This is an optimization exercise on Yosys and OpenROAD, whose aim is small area and a short achievable clock period, not a production implementation. The RTL was checked by simulation tests, not by an equivalence proof against the original design.

== old ==
// crc_units
module crc_units (
    input  wire        clk,
    input  wire        rst_n,
    input  wire        req_valid,
    input  wire        req_write,
    input  wire [15:0] req_addr,     
    input  wire [1:0]  req_size,     
    input  wire [31:0] req_wdata,
    output reg         rsp_valid,
    output reg         rsp_err,
    output reg  [31:0] rsp_rdata
);
    reg        cfg_en    [0:3];
    reg        cfg_refin [0:3];
    reg        cfg_refout[0:3];
    reg [4:0]  cfg_wm1   [0:3];
    reg [31:0] poly      [0:3];
    reg [31:0] init      [0:3];
    reg [31:0] xorout    [0:3];
    reg [31:0] val       [0:3];
    reg        p_v;
    reg        p_dat;    
    reg [1:0]  p_u;
    reg [1:0]  p_n;      
    reg [31:0] p_val;    
    reg [31:0] p_poly;
    reg [4:0]  p_wm1;
    reg [31:0] p_x;      
    wire [31:0] e_res;
    crc_engine u_engine (
        .crc_in (p_val),
        .x      (p_x),
        .poly   (p_poly),
        .wm1    (p_wm1),
        .nbytes (p_n),
        .crc_out(e_res)
    );
    wire [31:0] p_new = p_dat ? e_res : p_x;
    wire [1:0] u       = req_addr[7:6];
    wire [3:0] idx     = req_addr[5:2];
    wire       ok      = (req_addr[15:8] == 8'd0) && (idx <= 4'd9) &&
                         (req_size == 2'd2) && (req_addr[1:0] == 2'b00);
    wire       is_data = (idx == 4'd7) || (idx == 4'd8) || (idx == 4'd9);
    wire        s_en     = cfg_en[u];
    wire        s_refin  = cfg_refin[u];
    wire        s_refout = cfg_refout[u];
    wire [4:0]  s_wm1    = cfg_wm1[u];
    wire [31:0] s_poly   = poly[u];
    wire [31:0] s_init   = init[u];
  ...
Settings: LEC_CHECK=0, CAP_MARGIN=20, CORE_MARGIN=2, CORE_UTILIZATION=40, PLACE_DENSITY=0.6, SLEW_MARGIN=20, SYNTH_HIERARCHICAL=1; clock period 70.0 ns.
standard.sh (not shown) runs the stock make flow with config.mk's settings and CLKGATE_MAP_FILE= SYNTH_SCRIPT=/design/flow/synth_recipe.tcl, a recipe that flattens the netlist after the stock synthesis.
==> flow/flow/run.sh <==
#!/bin/bash
# Standard ORFS layout, with timing repair aimed at a setup slack margin so
# that the resizer works on the achieved period (the SDC is unchanged).
set -euo pipefail
MARGIN=$(cat flow/margin.txt)
bash standard.sh SETUP_SLACK_MARGIN=$MARGIN finish > flow_make.log 2>&1
==> flow/flow/margin.txt <==
53
### old -> new
==> flow/flow/margin.txt <==
54
## What came out
Count of clock buffers in the final design is lower on old
Cmp new and old / detailed route wirelength on metal3 / higher: new
Number of cells on the worst reg-to-reg path ends up higher on new.
Compared with old, in new critical path depth now larger; area growth from synthesis to final layout picked up an extra 10 points; global placer's final weighted congestion shrank by 0.67%.
new vs old: overall track demand over capacity in global routing up
new: fmax is about 3.5% higher than what old reported.
The met2 wirelength from detailed routing in new sits about 9% above the value recorded for old.

---

The RTL this note starts from:
==> flow/design.v <==
module crc_engine (
    input  wire [31:0] crc_in,    
    input  wire [31:0] c_top,     
    input  wire [31:0] p_top,     
    input  wire [31:0] poly,      
    input  wire [31:0] mask,
    input  wire [31:0] data,
    input  wire [1:0]  nbytes,    
    input  wire        refin,
    output wire [31:0] crc_out
);
    reg [31:0] m;
    integer i, j, t, i0;
    always @* begin
        for (i0 = 0; i0 < 4; i0 = i0 + 1)
            for (t = 0; t < 8; t = t + 1)
                m[8*i0 + t] = refin ? data[8*i0 + t] : data[8*i0 + 7 - t];
    end
    reg [31:0] fb;
    reg        s;
    always @* begin
        for (i = 0; i < 32; i = i + 1) begin
            s = c_top[31-i] ^ m[i];
            for (j = 0; j < i; j = j + 1)
                s = s ^ (fb[j] & p_top[32-i+j]);
            fb[i] = s;
        end
    end
    reg [31:0] q, cs;
    integer i1;
    always @* begin
        q  = 32'd0;
        cs = 32'd0;
        case (nbytes)
            2'd0: begin
                for (i1 = 0; i1 < 8; i1 = i1 + 1) q[i1] = fb[7-i1];
                cs = crc_in << 8;
            end
            2'd1: begin
                for (i1 = 0; i1 < 16; i1 = i1 + 1) q[i1] = fb[15-i1];
                cs = crc_in << 16;
            end
            default: begin
                for (i1 = 0; i1 < 32; i1 = i1 + 1) q[i1] = fb[31-i1];
                cs = 32'd0;
            end
        endcase
    end
    reg [31:0] pr;
    reg        s2;
    integer    i2, j2;
    always @* begin
        for (i2 = 0; i2 < 32; i2 = i2 + 1) begin
            s2 = 1'b0;
            for (j2 = 0; j2 <= i2; j2 = j2 + 1)
                s2 = s2 ^ (q[j2] & poly[i2-j2]);
            pr[i2] = s2;
        end
    end
    assign crc_out = (cs ^ pr) & mask;
endmodule
module crc_units (
    input  wire        clk,
    input  wire        rst_n,
    input  wire        req_valid,
    input  wire        req_write,
    input  wire [15:0] req_addr,
    input  wire [1:0]  req_size,
    input  wire [31:0] req_wdata,
    output wire        rsp_valid,
    output wire        rsp_err,
    output wire [31:0] rsp_rdata
);
    reg        q_rst, q_valid, q_write, q_ok;
    reg [1:0]  q_unit;
    reg [3:0]  q_idx;
    reg [31:0] q_wdata;
    always @(posedge clk) begin
        q_rst   <= !rst_n;
        q_valid <= req_valid && rst_n;
        q_write <= req_write;
        q_ok    <= (req_addr[15:8] == 8'd0) && (req_addr[5:2] <= 4'd9) &&
                   (req_size == 2'd2) && (req_addr[1:0] == 2'b00);
        q_unit  <= req_addr[7:6];
        q_idx   <= req_addr[5:2];
        q_wdata <= req_wdata;
    end
    reg        cfg_en    [0:3];
    reg        cfg_refin [0:3];
    reg        cfg_refout[0:3];
    reg [4:0]  cfg_wm1   [0:3];
    reg [31:0] poly      [0:3];
    reg [31:0] init      [0:3];
    reg [31:0] xorout    [0:3];
    reg [31:0] val       [0:3];
    wire        s_en     = cfg_en[q_unit];
    wire        s_refin  = cfg_refin[q_unit];
    wire        s_refout = cfg_refout[q_unit];
    wire [4:0]  s_wm1    = cfg_wm1[q_unit];
    wire [31:0] s_poly   = poly[q_unit];
    wire [31:0] s_init   = init[q_unit];
    wire [31:0] s_xorout = xorout[q_unit];
    wire [31:0] s_val    = val[q_unit];
    wire [4:0]  sh    = ~s_wm1;                     
    wire [31:0] mask  = 32'hFFFF_FFFF >> sh;
    wire [31:0] c_top = s_val << sh;
    wire [31:0] p_top = s_poly << sh;
    wire is_data = (q_idx == 4'd7) || (q_idx == 4'd8) || (q_idx == 4'd9);
    wire err     = !q_ok || (q_write && is_data && !s_en);
    wire wen     = q_valid && q_write && !err;
    wire [31:0] crc_next;
    crc_engine u_engine (
        .crc_in (s_val),
        .c_top  (c_top),
        .p_top  (p_top),
        .poly   (s_poly),
        .mask   (mask),
        .data   (q_wdata),
        .nbytes (q_idx[1:0] + 2'd1),    
        .refin  (s_refin),
        .crc_out(crc_next)
    );
    reg [31:0] refl;
    integer k;
    always @* begin
        for (k = 0; k < 32; k = k + 1)
            refl[k] = c_top[31 - k];
    end
    wire [31:0] res = ((s_refout ? refl : s_val) ^ s_xorout) & mask;
    reg [31:0] rd;
    always @* begin
        case (q_idx)
            4'd0:    rd = {s_en, s_refin, s_refout, 24'd0, s_wm1};
            4'd1:    rd = s_poly & mask;
            4'd2:    rd = s_init & mask;
            4'd3:    rd = s_xorout & mask;
            4'd4:    rd = s_val & mask;
            4'd5:    rd = res;
            default: rd = 32'd0;
        endcase
    end
    assign rsp_valid = q_valid;
    assign rsp_err   = err;
    assign rsp_rdata = (q_write || !q_ok) ? 32'd0 : rd;
    wire [31:0] mw    = q_wdata & mask;
    wire [31:0] val_d = (q_idx == 4'd4) ? mw :
                        (q_idx == 4'd6) ? (s_init & mask) : crc_next;
    wire        val_w = (q_idx == 4'd4) || (q_idx == 4'd6 && q_wdata[0]) || is_data;
    genvar g;
    generate
        for (g = 0; g < 4; g = g + 1) begin : g_unit
            wire sel = wen && (q_unit == g);
            always @(posedge clk) begin
                if (q_rst) begin
                    cfg_en[g]     <= 1'b0;
                    cfg_refin[g]  <= 1'b1;
                    cfg_refout[g] <= 1'b1;
                    cfg_wm1[g]    <= 5'd31;
                    poly[g]       <= 32'h04C1_1DB7;
                    init[g]       <= 32'hFFFF_FFFF;
                    xorout[g]     <= 32'hFFFF_FFFF;
                    val[g]        <= 32'hFFFF_FFFF;
                end else if (sel) begin
                    if (q_idx == 4'd0) begin
                        cfg_en[g]     <= q_wdata[31];
                        cfg_refin[g]  <= q_wdata[30];
                        cfg_refout[g] <= q_wdata[29];
                        cfg_wm1[g]    <= q_wdata[4:0];
                    end
                    if (q_idx == 4'd1) poly[g]   <= mw;
                    if (q_idx == 4'd2) init[g]   <= mw;
                    if (q_idx == 4'd3) xorout[g] <= mw;
                    if (val_w)         val[g]    <= val_d;
                end
            end
        end
    endgenerate
endmodule
Settings: LEC_CHECK=0, CAP_MARGIN=20, CORE_MARGIN=2, CORE_UTILIZATION=25, PLACE_DENSITY=0.4, SLEW_MARGIN=20; clock period 70.0 ns.
run.sh (not shown) runs the stock make flow with config.mk's settings and CLKGATE_MAP_FILE= SYNTH_SCRIPT=/design/flow/synth_recipe.tcl, a recipe that flattens the netlist after the stock synthesis.
Stock flow here: none of the scripts above is used.
Change:
==> flow/flow/run.sh (new file) <==
#!/bin/bash
# Standard ORFS layout, with timing repair aimed at a setup slack margin so
# that the resizer works on the achieved period (the SDC is unchanged).
set -euo pipefail
MARGIN=$(cat flow/margin.txt)
bash standard.sh SETUP_SLACK_MARGIN=$MARGIN finish > flow_make.log 2>&1
==> flow/flow/margin.txt (new file) <==
53
==> flow/standard.sh (new file) <==
#!/bin/bash
# synth_recipe.tcl (not shown) runs the flow's synth.tcl, then flattens the netlist and writes it again
# the make line also repeats each setting of config.mk as NAME=value (left out here)
make -C /OpenROAD-flow-scripts/flow DESIGN_CONFIG=/design/flow/config.mk WORK_HOME=/design/flow/orfs CLKGATE_MAP_FILE= SYNTH_SCRIPT=/design/flow/synth_recipe.tcl "${@:-finish}"
removed: flow/run.sh
=>
- register-to-register slack gains 6.0 ns
- global-route usage rises by 1.0 points
- worst hold slack hardly moves
- final area rises by about 11%

re-timing with driven ports:
The results above use ideal ports. As a check the final layouts listed here were re-extracted and re-timed, cells and wires unchanged. Step 1, drivers: a clkbuf_16 drives clk and a buf_2 each remaining input, both assumed. Step 2 adds t to the input delays and takes it off the output delays; t is the mean of the earliest and latest rising clock arrival at the registers after step 1. Input paths then give back, and output paths get back, about the clock's delay inside the block. a / b / c = ideal ports / drivers / drivers and shift; a / b = the first two.
run | shift t [ns] | setup slack, ns | latest minus earliest clock arrival (ns) | pins driven straight from the clock port
old | 0.685 | 53.025 / 53.003 / 52.318 | 0.055 / 0.054 | 1
new | 0.712 | 53.599 / 53.378 / 52.666 | 0.039 / 0.039 | 1
the first run of note 2 | 0.712 | 47.377 / 47.377 / 47.377 | 0.029 / 0.029 | 1
the second run of note 2 | 0.696 | 51.187 / 51.124 / 51.820 | 0.046 / 0.046 | 1
After both steps every run listed still meets setup and hold. For new, which loses most, drivers alone change the setup slack by -0.221 ns; drivers and shift together by -0.933 ns.
